Context: an optimization exercise on an open-source flow, tuned for small area and a short achievable clock period. The choices shown serve that exercise and are no tape-out recipe.
Function was checked by simulation only, so behaviour that the tests miss may differ from the original.

==> module ic_locate, before the edit <==
module ic_locate (
    input  wire [23:0] synd,      
    output wire [10:0] hit,       
    output wire        nz         
);
    wire [175:0] z;
    wire         nz0 = |synd[7:0];
    ic_locate_net u_net (.synd(synd), .z(z));
    genvar s;
    generate
        for (s = 0; s < 11; s = s + 1) begin : g_sym
            assign hit[s] = nz0 & ~|z[16*(10-s) +: 16];
        end
    endgenerate
    assign nz = |synd;
endmodule
==> module ic_decoder, before the edit <==
module ic_decoder (
    input  wire [87:0] word,
    input  wire [7:0]  s0,        
    input  wire [10:0] hit,       
    input  wire        nz,        
    output wire [87:0] fixed,     
    output wire        ce,        
    output wire        ue,        
    output wire [3:0]  sym        
);
    genvar s;
    generate
        for (s = 0; s < 11; s = s + 1) begin : g_sym
            assign fixed[87-8*s -: 8] = word[87-8*s -: 8] ^ ({8{hit[s]}} & s0);
        end
    endgenerate
    assign ce     = |hit;
    assign sym[0] = hit[1] | hit[3] | hit[5] | hit[7] | hit[9];
    assign sym[1] = hit[2] | hit[3] | hit[6] | hit[7] | hit[10];
    assign sym[2] = hit[4] | hit[5] | hit[6] | hit[7];
    assign sym[3] = hit[8] | hit[9] | hit[10];
    assign ue     = nz & ~ce;
endmodule
==> module ic_line_codec, before the edit <==
module ic_line_codec (
    input  wire         clk,
    input  wire         rst,             
    input  wire         rd_valid,
    input  wire [351:0] rd_line,         
    output wire         rd_out_valid,
    output wire [351:0] rd_out_line,     
    output wire [3:0]   rd_out_ce,
    output wire [3:0]   rd_out_ue,
    output wire [15:0]  rd_out_sym,      
    input  wire         wr_valid,
    input  wire [255:0] wr_data,         
    output reg          wr_out_valid,
    output reg  [95:0]  wr_out_check     
);
    wire [95:0] synd;
    wire [43:0] hit;
    wire [3:0]  nz;
    wire [95:0] check;
    reg         rd_v_q;
    reg [351:0] rd_line_q;
    reg [31:0]  s0_q;
    reg [43:0]  hit_q;
    reg [3:0]   nz_q;
    genvar l;
    generate
        for (l = 0; l < 4; l = l + 1) begin : g_lane
            ic_syndrome u_syn (
                .word (rd_line[88*l +: 88]),
                .synd (synd[24*l +: 24])
            );
            ic_locate u_loc (
                .synd (synd[24*l +: 24]),
                .hit  (hit[11*l +: 11]),
                .nz   (nz[l])
            );
            ic_decoder u_dec (
                .word  (rd_line_q[88*l +: 88]),
                .s0    (s0_q[8*l +: 8]),
                .hit   (hit_q[11*l +: 11]),
                .nz    (nz_q[l]),
                .fixed (rd_out_line[88*l +: 88]),
                .ce    (rd_out_ce[l]),
                .ue    (rd_out_ue[l]),
                .sym   (rd_out_sym[4*l +: 4])
            );
            ic_encoder u_enc (
                .data  (wr_data[64*l +: 64]),
                .check (check[24*l +: 24])
            );
            always @(posedge clk)
                s0_q[8*l +: 8] <= synd[24*l +: 8];
        end
    endgenerate
    always @(posedge clk) begin
        if (rst) begin
            rd_v_q       <= 1'b0;
            wr_out_valid <= 1'b0;
        end else begin
            rd_v_q       <= rd_valid;
            wr_out_valid <= wr_valid;
        end
        rd_line_q    <= rd_line;
        hit_q        <= hit;
        nz_q         <= nz;
        wr_out_check <= check;
    end
    assign rd_out_valid = rd_v_q;
endmodule
clock: 6.0 ns
lec_check: 0
cap_margin: 20
core_margin: 2
core_utilization: 40
slew_margin: 20
run.sh (not shown) runs the stock make flow with config.mk's settings and CLKGATE_MAP_FILE= SYNTH_SCRIPT=/design/flow/synth_recipe.tcl, a recipe that flattens the netlist after the stock synthesis.
Rerun with:
--- a/flow/design.v
+++ b/flow/design.v
@@ -1126,44 +1126,32 @@
     assign synd[22] = x406;
     assign synd[23] = x407;
 endmodule
-module ic_locate (
-    input  wire [23:0] synd,      
-    output wire [10:0] hit,       
-    output wire        nz         
-);
-    wire [175:0] z;
-    wire         nz0 = |synd[7:0];
-    ic_locate_net u_net (.synd(synd), .z(z));
-    genvar s;
-    generate
-        for (s = 0; s < 11; s = s + 1) begin : g_sym
-            assign hit[s] = nz0 & ~|z[16*(10-s) +: 16];
-        end
-    endgenerate
-    assign nz = |synd;
-endmodule
 module ic_decoder (
     input  wire [87:0] word,
-    input  wire [7:0]  s0,        
-    input  wire [10:0] hit,       
-    input  wire        nz,        
+    input  wire [23:0] synd,      
     output wire [87:0] fixed,     
     output wire        ce,        
     output wire        ue,        
     output wire [3:0]  sym        
 );
+    wire [7:0]   s0 = synd[7:0];
+    wire [175:0] z;
+    wire [10:0]  fit;             
+    wire         nz0 = |s0;
+    ic_locate_net u_net (.synd(synd), .z(z));
     genvar s;
     generate
         for (s = 0; s < 11; s = s + 1) begin : g_sym
-            assign fixed[87-8*s -: 8] = word[87-8*s -: 8] ^ ({8{hit[s]}} & s0);
+            assign fit[s] = ~|z[16*(10-s) +: 16];
+            assign fixed[87-8*s -: 8] = word[87-8*s -: 8] ^ ({8{fit[s]}} & s0);
         end
     endgenerate
-    assign ce     = |hit;
-    assign sym[0] = hit[1] | hit[3] | hit[5] | hit[7] | hit[9];
-    assign sym[1] = hit[2] | hit[3] | hit[6] | hit[7] | hit[10];
-    assign sym[2] = hit[4] | hit[5] | hit[6] | hit[7];
-    assign sym[3] = hit[8] | hit[9] | hit[10];
-    assign ue     = nz & ~ce;
+    assign ce     = nz0 & (|fit);
+    assign sym[0] = nz0 & (fit[1] | fit[3] | fit[5] | fit[7] | fit[9]);
+    assign sym[1] = nz0 & (fit[2] | fit[3] | fit[6] | fit[7] | fit[10]);
+    assign sym[2] = nz0 & (fit[4] | fit[5] | fit[6] | fit[7]);
+    assign sym[3] = nz0 & (fit[8] | fit[9] | fit[10]);
+    assign ue     = (|synd) & ~ce;
 endmodule
 module ic_line_codec (
     input  wire         clk,
@@ -1181,14 +1169,10 @@
     output reg  [95:0]  wr_out_check     
 );
     wire [95:0] synd;
-    wire [43:0] hit;
-    wire [3:0]  nz;
     wire [95:0] check;
     reg         rd_v_q;
     reg [351:0] rd_line_q;
-    reg [31:0]  s0_q;
-    reg [43:0]  hit_q;
-    reg [3:0]   nz_q;
+    reg [95:0]  synd_q;
     genvar l;
     generate
         for (l = 0; l < 4; l = l + 1) begin : g_lane
@@ -1196,16 +1180,9 @@
                 .word (rd_line[88*l +: 88]),
                 .synd (synd[24*l +: 24])
             );
-            ic_locate u_loc (
-                .synd (synd[24*l +: 24]),
-                .hit  (hit[11*l +: 11]),
-                .nz   (nz[l])
-            );
             ic_decoder u_dec (
                 .word  (rd_line_q[88*l +: 88]),
-                .s0    (s0_q[8*l +: 8]),
-                .hit   (hit_q[11*l +: 11]),
-                .nz    (nz_q[l]),
+                .synd  (synd_q[24*l +: 24]),
                 .fixed (rd_out_line[88*l +: 88]),
                 .ce    (rd_out_ce[l]),
                 .ue    (rd_out_ue[l]),
@@ -1215,8 +1192,6 @@
                 .data  (wr_data[64*l +: 64]),
                 .check (check[24*l +: 24])
             );
-            always @(posedge clk)
-                s0_q[8*l +: 8] <= synd[24*l +: 8];
         end
     endgenerate
     always @(posedge clk) begin
@@ -1228,8 +1203,7 @@
             wr_out_valid <= wr_valid;
         end
         rd_line_q    <= rd_line;
-        hit_q        <= hit;
-        nz_q         <= nz;
+        synd_q       <= synd;
         wr_out_check <= check;
     end
     assign rd_out_valid = rd_v_q;
Effect: Cell count goes up by 0.39%; non-clock buffer count falls by 82; synthesized cell count went up by 4.2%; hold slack got worse by 0.047 ns; global-route usage came out higher by 2.7 points; worst setup slack got worse by 0.69 ns; core utilization shrinks by 0.29 points; maximum frequency shrinks by 12%; cell area decreases by 3.7%; sequential share of layout area grows by 1.1 points.

## afterwards: timing with drivers on the ports
Ports are ideal in the flow. The routed layouts listed here were re-timed in OpenROAD.
Step 1: set_driving_cell puts a clkbuf_16 on clk and a buf_2 on each other input, an assumption about the parent block.
Step 2 adds t to the input delays and takes it off the output delays; t is the mean of the earliest and latest rising clock arrival at the registers after step 1. Input paths then give back, and output paths get back, about the clock's delay inside the block.
Slacks: no drivers / after step 1 / after step 2; pairs: no drivers / after step 1.
run	t, ns	slack for setup (ns)	worst setup path at the end	latest minus earliest clock arrival (ns)	worst data-port slew with drivers (ns)
the first run	0.742	0.799 / 0.848 / 0.107	input to register	0.031 / 0.031	0.14
the second run	0.754	0.114 / 0.025 / 0.779	register to output	0.068 / 0.068	0.21
After both steps every run listed still meets setup and hold. The setup slack of the first run, which loses most, moves by +0.049 ns with the drivers and by -0.692 ns with both steps.
